What follows belongs to an exercise in optimizing a design on an open flow for small area and a short achievable clock period; a production flow would make more cautious choices. Function was checked by simulation only, so behaviour that the tests miss may differ from the original. Power figures rest on the tool's default switching activity, not on a simulated workload.

==> inputs of job 5848 <==
## lens_fpu
module lens_fpu (
    input             clk,
    input             rst,
    input             f_mv,
    input      [3:0]  f_port,
    input      [31:0] f_data,
    output reg [31:0] f_out,
    output reg [4:0]  f_fl,
    output reg        f_done
);
export LEC_CHECK = 0
export ABC_AREA = 1
export CAP_MARGIN = 20
export CORE_MARGIN = 2
export CORE_UTILIZATION = 40
export SLEW_MARGIN = 20
create_clock -name core_clock -period 17.0 [get_ports {clk}]
standard.sh (not shown) runs the stock make flow with config.mk's settings and CLKGATE_MAP_FILE= SYNTH_SCRIPT=/design/flow/synth_recipe.tcl, a recipe that flattens the netlist after the stock synthesis.
==> flow/flow/run.sh <==
#!/bin/bash
# The standard layout, with timing repair aiming for setup slack of at least
# SETUP_SLACK_MARGIN ns at the design's clock period, so that repair_timing
# sizes and buffers the longest paths. Make's output goes to flow_make.log.
set -euo pipefail
bash standard.sh SETUP_SLACK_MARGIN=12.5 finish > flow_make.log 2>&1
==> job 4134 (differences from job 5848) <==
--- a/flow/design.v
+++ b/flow/design.v
@@ -4,49 +4,60 @@
     input             f_mv,
     input      [3:0]  f_port,
     input      [31:0] f_data,
     output reg [31:0] f_out,
     output reg [4:0]  f_fl,
     output reg        f_done
 );
     reg [31:0] b;
+    reg        bh;                     
     reg [12:0] b_one, b_two, b_neg;    
     reg        v0;
     reg        o_as, o_sub, o_mul, o_eq, o_lt, o_le, o_itof, o_its, o_ftoi;
     reg [31:0] x0;
     reg        x0h;        
     wire trig = f_mv && (f_port == 4'd4 || f_port == 4'd5 || f_port == 4'd6 ||
                          f_port >= 4'd10);
-    wire [25:0] bm_in = {2'b00, f_data[30:23] != 8'd0, f_data[22:0]};
+    reg        st0;
+    wire [25:0] bm_in = {2'b00, x0h, x0[22:0]};
     reg  [12:0] bo_in, bt_in, bn_in;
     integer     bi;
     always @(*) begin
         for (bi = 0; bi < 13; bi = bi + 1) begin
             bo_in[bi] = bm_in[2*bi] ^ ((bi == 0) ? 1'b0 : bm_in[2*bi-1]);
             bt_in[bi] = (bm_in[2*bi+1] & !bm_in[2*bi] & !((bi == 0) ? 1'b0 : bm_in[2*bi-1])) |
                         (!bm_in[2*bi+1] & bm_in[2*bi] & ((bi == 0) ? 1'b0 : bm_in[2*bi-1]));
             bn_in[bi] = bm_in[2*bi+1];
         end
     end
+    reg        rst0;
     always @(posedge clk) begin
-        if (rst) begin
+        rst0 <= rst;
+        if (rst0) begin
             b     <= 32'd0;
+            bh    <= 1'b0;
             b_one <= 13'd0;
             b_two <= 13'd0;
             b_neg <= 13'd0;
-            v0    <= 1'b0;
+        end else if (st0) begin
+            b     <= x0;
+            bh    <= x0h;
+            b_one <= bo_in;
+            b_two <= bt_in;
+            b_neg <= bn_in;
+        end
+    end
+    always @(posedge clk) begin
+        if (rst) begin
+            v0  <= 1'b0;
+            st0 <= 1'b0;
         end else begin
-            if (f_mv && f_port == 4'd0) begin
-                b     <= f_data;
-                b_one <= bo_in;
-                b_two <= bt_in;
-                b_neg <= bn_in;
-            end
-            v0 <= trig;
+            v0  <= trig;
+            st0 <= f_mv && f_port == 4'd0;
         end
         o_as   <= (f_port == 4'd4) || (f_port == 4'd5);
         o_sub  <= (f_port == 4'd5);
         o_mul  <= (f_port == 4'd6);
         o_eq   <= (f_port == 4'd10);
         o_lt   <= (f_port == 4'd11);
         o_le   <= (f_port == 4'd12);
         o_itof <= (f_port == 4'd13) || (f_port == 4'd14);
@@ -64,17 +75,17 @@
     wire        xs = x0[31];
     wire [7:0]  xe = x0[30:23];
     wire [22:0] xf = x0[22:0];
     wire        ys = b[31];
     wire        yse = b[31] ^ o_sub;    
     wire [7:0]  ye = b[30:23];
     wire [22:0] yf = b[22:0];
     wire xe_z = !x0h;
-    wire ye_z = (ye == 8'd0);
+    wire ye_z = !bh;
     wire xe_f = (xe == 8'hFF);
     wire ye_f = (ye == 8'hFF);
     wire xf_z = (xf == 23'd0);
     wire yf_z = (yf == 23'd0);
     wire x_nan  = xe_f && !xf_z;
     wire y_nan  = ye_f && !yf_z;
     wire x_snan = x_nan && !xf[22];
     wire y_snan = y_nan && !yf[22];
==> flow/flow/run.sh (replaced) <==
#!/bin/bash
# The standard layout, with two changes: timing repair aims for setup slack
# of at least SETUP_SLACK_MARGIN ns at the design's clock period, so that
# repair_timing sizes and buffers the longest paths; and the port buffers are
# buf_2 cells; repair may also change a cell's footprint. Make's output goes to flow_make.log (each tool's own log is
# under orfs/logs).
set -euo pipefail
bash standard.sh SETUP_SLACK_MARGIN=12.6 MATCH_CELL_FOOTPRINT=0 "BUFFER_PORTS_ARGS=-buffer_cell sky130_fd_sc_hd__buf_2" finish > flow_make.log 2>&1
==> out/results.md <==
- complete, no violations — outcome
- f_out[23] — critical path launch point
- 60 ps — Reg clk slew, reported paths
- 8 — number of antenna violations at the first check in global routing
- 28700 µm² — area of the multi-input gates
- 0.644 — fraction of area in multi-input gates
- sky130_fd_sc_hd__nand2_1 (1293), sky130_fd_sc_hd__inv_1 (639), sky130_fd_sc_hd__nand3_1 (561), sky130_fd_sc_hd__dfxtp_1 (361), sky130_fd_sc_hd__nor2_1 (359) — leading cell types in the layout, fill and taps excluded
the above is filed under job 4134

==> out/results.md <==
- complete, no violations — outcome
- 0.642 — fraction of area in multi-input gates
- 70 ps — Reg clk slew, reported paths
- f_done — critical path launch point
- 1.08 mW — Seq power
- 29000 µm² — area of the multi-input gates
- 5 — number of antenna violations at the first check in global routing
- sky130_fd_sc_hd__nand2_1 (1231), sky130_fd_sc_hd__inv_1 (619), sky130_fd_sc_hd__nand3_1 (537), sky130_fd_sc_hd__nor2_1 (375), sky130_fd_sc_hd__dfxtp_1 (372) — leading cell types in the layout, fill and taps excluded
the above is filed under job 5848


==> run M <==
Another version of the RTL of lens_fpu (not shown whole).
export LEC_CHECK = 0
export ABC_AREA = 1
export CAP_MARGIN = 0
export CORE_MARGIN = 2
export CORE_UTILIZATION = 40
export SLEW_MARGIN = 0
create_clock -name core_clock -period 17.0 [get_ports {clk}]
==> flow/flow/run.sh <==
#!/bin/bash
# The standard layout, with two changes: timing repair aims for setup slack
# of at least SETUP_SLACK_MARGIN ns at the design's clock period, so that
# repair_timing sizes and buffers the longest paths; and the port buffers are
# buf_2 cells; repair may also change a cell's footprint. Make's output goes to flow_make.log (each tool's own log is
# under orfs/logs).
set -euo pipefail
bash standard.sh SETUP_SLACK_MARGIN=12.6 MATCH_CELL_FOOTPRINT=0 "BUFFER_PORTS_ARGS=-buffer_cell sky130_fd_sc_hd__buf_2" finish > flow_make.log 2>&1
==> run R: changes against run M <==
==> flow/config.mk (replaced) <==
export PLATFORM = sky130hd
export DESIGN_NAME = lens_fpu
export DESIGN_NICKNAME = lens_fpu
export VERILOG_FILES = /design/flow/design.v
export SDC_FILE = /design/flow/constraint.sdc
export NUM_CORES = 4
export LEC_CHECK = 0
export ABC_AREA = 1
export CAP_MARGIN = 20
export CORE_MARGIN = 2
export CORE_UTILIZATION = 40
export SLEW_MARGIN = 20
==> run G: changes against run M <==
--- a/flow/design.v
+++ b/flow/design.v
@@ -196,18 +196,21 @@
             eb_n = {2'b00, le} + 10'd1; s_n = ls; fix_n = 1'b0; int_n = 1'b0;
         end else if (is_itof) begin
             ra_n = {x0 ^ {32{i_neg}}, 16'd0}; rb_n = {31'd0, i_neg, 16'd0};
             eb_n = 10'd158; s_n = i_neg; fix_n = 1'b0; int_n = 1'b0;
         end
     end
+    wire        sen_n  = !fix_n && !eb_n[9] && (eb_n <= 10'd48);
+    wire [9:0]  senp10 = 10'd48 - eb_n;
     reg        v1;
     reg [47:0] r1_a, r1_b, r1_c;
     reg        r1_ci;
     reg [9:0]  r1_eb;
-    reg        r1_s, r1_fix, r1_int;
+    reg        r1_s, r1_fix, r1_int, r1_sen;
     reg [6:0]  r1_t;
+    reg [5:0]  r1_senp;
     reg [5:0]  r1_tzs;     
     reg [6:0]  r1_sp;      
     always @(posedge clk) begin
         if (rst) v1 <= 1'b0;
         else     v1 <= v0;
         r1_a    <= ra_n;
@@ -216,21 +219,21 @@
         r1_ci   <= ci_n;
         r1_eb   <= eb_n;
         r1_s    <= s_n;
         r1_fix  <= fix_n;
         r1_int  <= int_n;
         r1_t    <= t_n;
+        r1_sen  <= sen_n;
+        r1_senp <= senp10[5:0];
         r1_tzs  <= tzs;
         r1_sp   <= {sp, sp_nv, sp_s, sp_e, sp_q, sp_m, sp_b0};
     end
     wire [47:0] cs_s = r1_a ^ r1_b ^ r1_c;
     wire [47:0] cs_c = (r1_a & r1_b) | (r1_c & (r1_a ^ r1_b));
     wire [47:0] v  = cs_s + {cs_c[46:0], r1_ci};
-    wire        sen     = !r1_eb[9] && (r1_eb <= 10'd48);
-    wire [9:0]  senp    = 10'd48 - r1_eb;
-    wire [47:0] sen_bit = sen ? (48'd1 << senp[5:0]) : 48'd0;
+    wire [47:0] sen_bit = r1_sen ? (48'd1 << r1_senp) : 48'd0;
     wire [63:0] vl = {v | sen_bit, 16'hFFFF};
     reg  [5:0]  lz;
     reg  [31:0] z1v; reg [31:0] z1p;
     reg  [15:0] z2v; reg [31:0] z2p;
     reg  [7:0]  z3v; reg [23:0] z3p;
     reg  [3:0]  z4v; reg [15:0] z4p;
==> flow/flow/run.sh (replaced) <==
#!/bin/bash
# The standard layout, with two changes: timing repair aims for setup slack
# of at least SETUP_SLACK_MARGIN ns at the design's clock period, so that
# repair_timing sizes and buffers the longest paths; and the port buffers are
# buf_4 cells; repair may also change a cell's footprint. Make's output goes to flow_make.log (each tool's own log is
# under orfs/logs).
set -euo pipefail
bash standard.sh SETUP_SLACK_MARGIN=12.5 MATCH_CELL_FOOTPRINT=0 "BUFFER_PORTS_ARGS=-buffer_cell sky130_fd_sc_hd__buf_4" finish > flow_make.log 2>&1
==> flow/config.mk (replaced) <==
export PLATFORM = sky130hd
export DESIGN_NAME = lens_fpu
export DESIGN_NICKNAME = lens_fpu
export VERILOG_FILES = /design/flow/design.v
export SDC_FILE = /design/flow/constraint.sdc
export NUM_CORES = 4
export LEC_CHECK = 0
export ABC_AREA = 1
export CAP_MARGIN = 20
export CORE_MARGIN = 2
export CORE_UTILIZATION = 45
export SLEW_MARGIN = 20
==> notes <==
Design area is about the same in run R and run M.
Setup slack: run M is better than run R (0.0023 ns).
Clock skew is about the same in run R and run M.
Fmax is about the same in run R and run M.
Between run M and run G, the lower via count is in run M (gap 1.8%, measured against run G).
Between run M and run G, the lower synthesized cell count is in run M (gap about 0.8%, measured against run G).
Flip-flop and latch count: run G is higher than run M (5).
Sequential share of layout area: run R < run M < run G.
Between run G and run R, the lower count of clock-buffer cells in the layout is in run G (gap 5).
Cell count: run M is larger than run G (about 1.2%).

## port drivers added, routing unchanged
In the flow no input, the clock included, has a driving cell. The finished layouts below were timed again as built, in two steps.
Step 1: set_driving_cell puts a clkbuf_16 on clk and a buf_2 on each other input, an assumption about the parent block.
Step 2 adds t to the input delays and takes it off the output delays; t is the mean of the earliest and latest rising clock arrival at the registers after step 1. Input paths then give back, and output paths get back, about the clock's delay inside the block.
Three values: ideal ports, drivers, drivers and shift; two values: the first two.
run | t (ns) | setup slack, ns | worst hold slack (ns) | worst setup path at the end | slew at the worst register clock pin (ns)
job 5848 | 0.730 | 12.495 / 12.419 / 11.961 | 0.324 / 0.324 / 0.324 | input to register | 0.07 / 0.07
job 4134 | 0.720 | 12.493 / 12.425 / 12.604 | 0.326 / 0.326 / 0.326 | register to register | 0.07 / 0.07
run M | 0.717 | 12.506 / 12.439 / 12.659 | 0.320 / 0.320 / 0.320 | input to register | 0.08 / 0.08
run R | 0.720 | 12.504 / 12.437 / 12.658 | 0.320 / 0.320 / 0.320 | input to register | 0.08 / 0.08
run G | 0.712 | 12.447 / 12.378 / 12.485 | 0.326 / 0.326 / 0.326 | register to register | 0.07 / 0.07
After both steps setup and hold are still met in every run listed. The setup slack of job 5848, which loses most, moves by -0.076 ns with the drivers and by -0.534 ns with both steps.
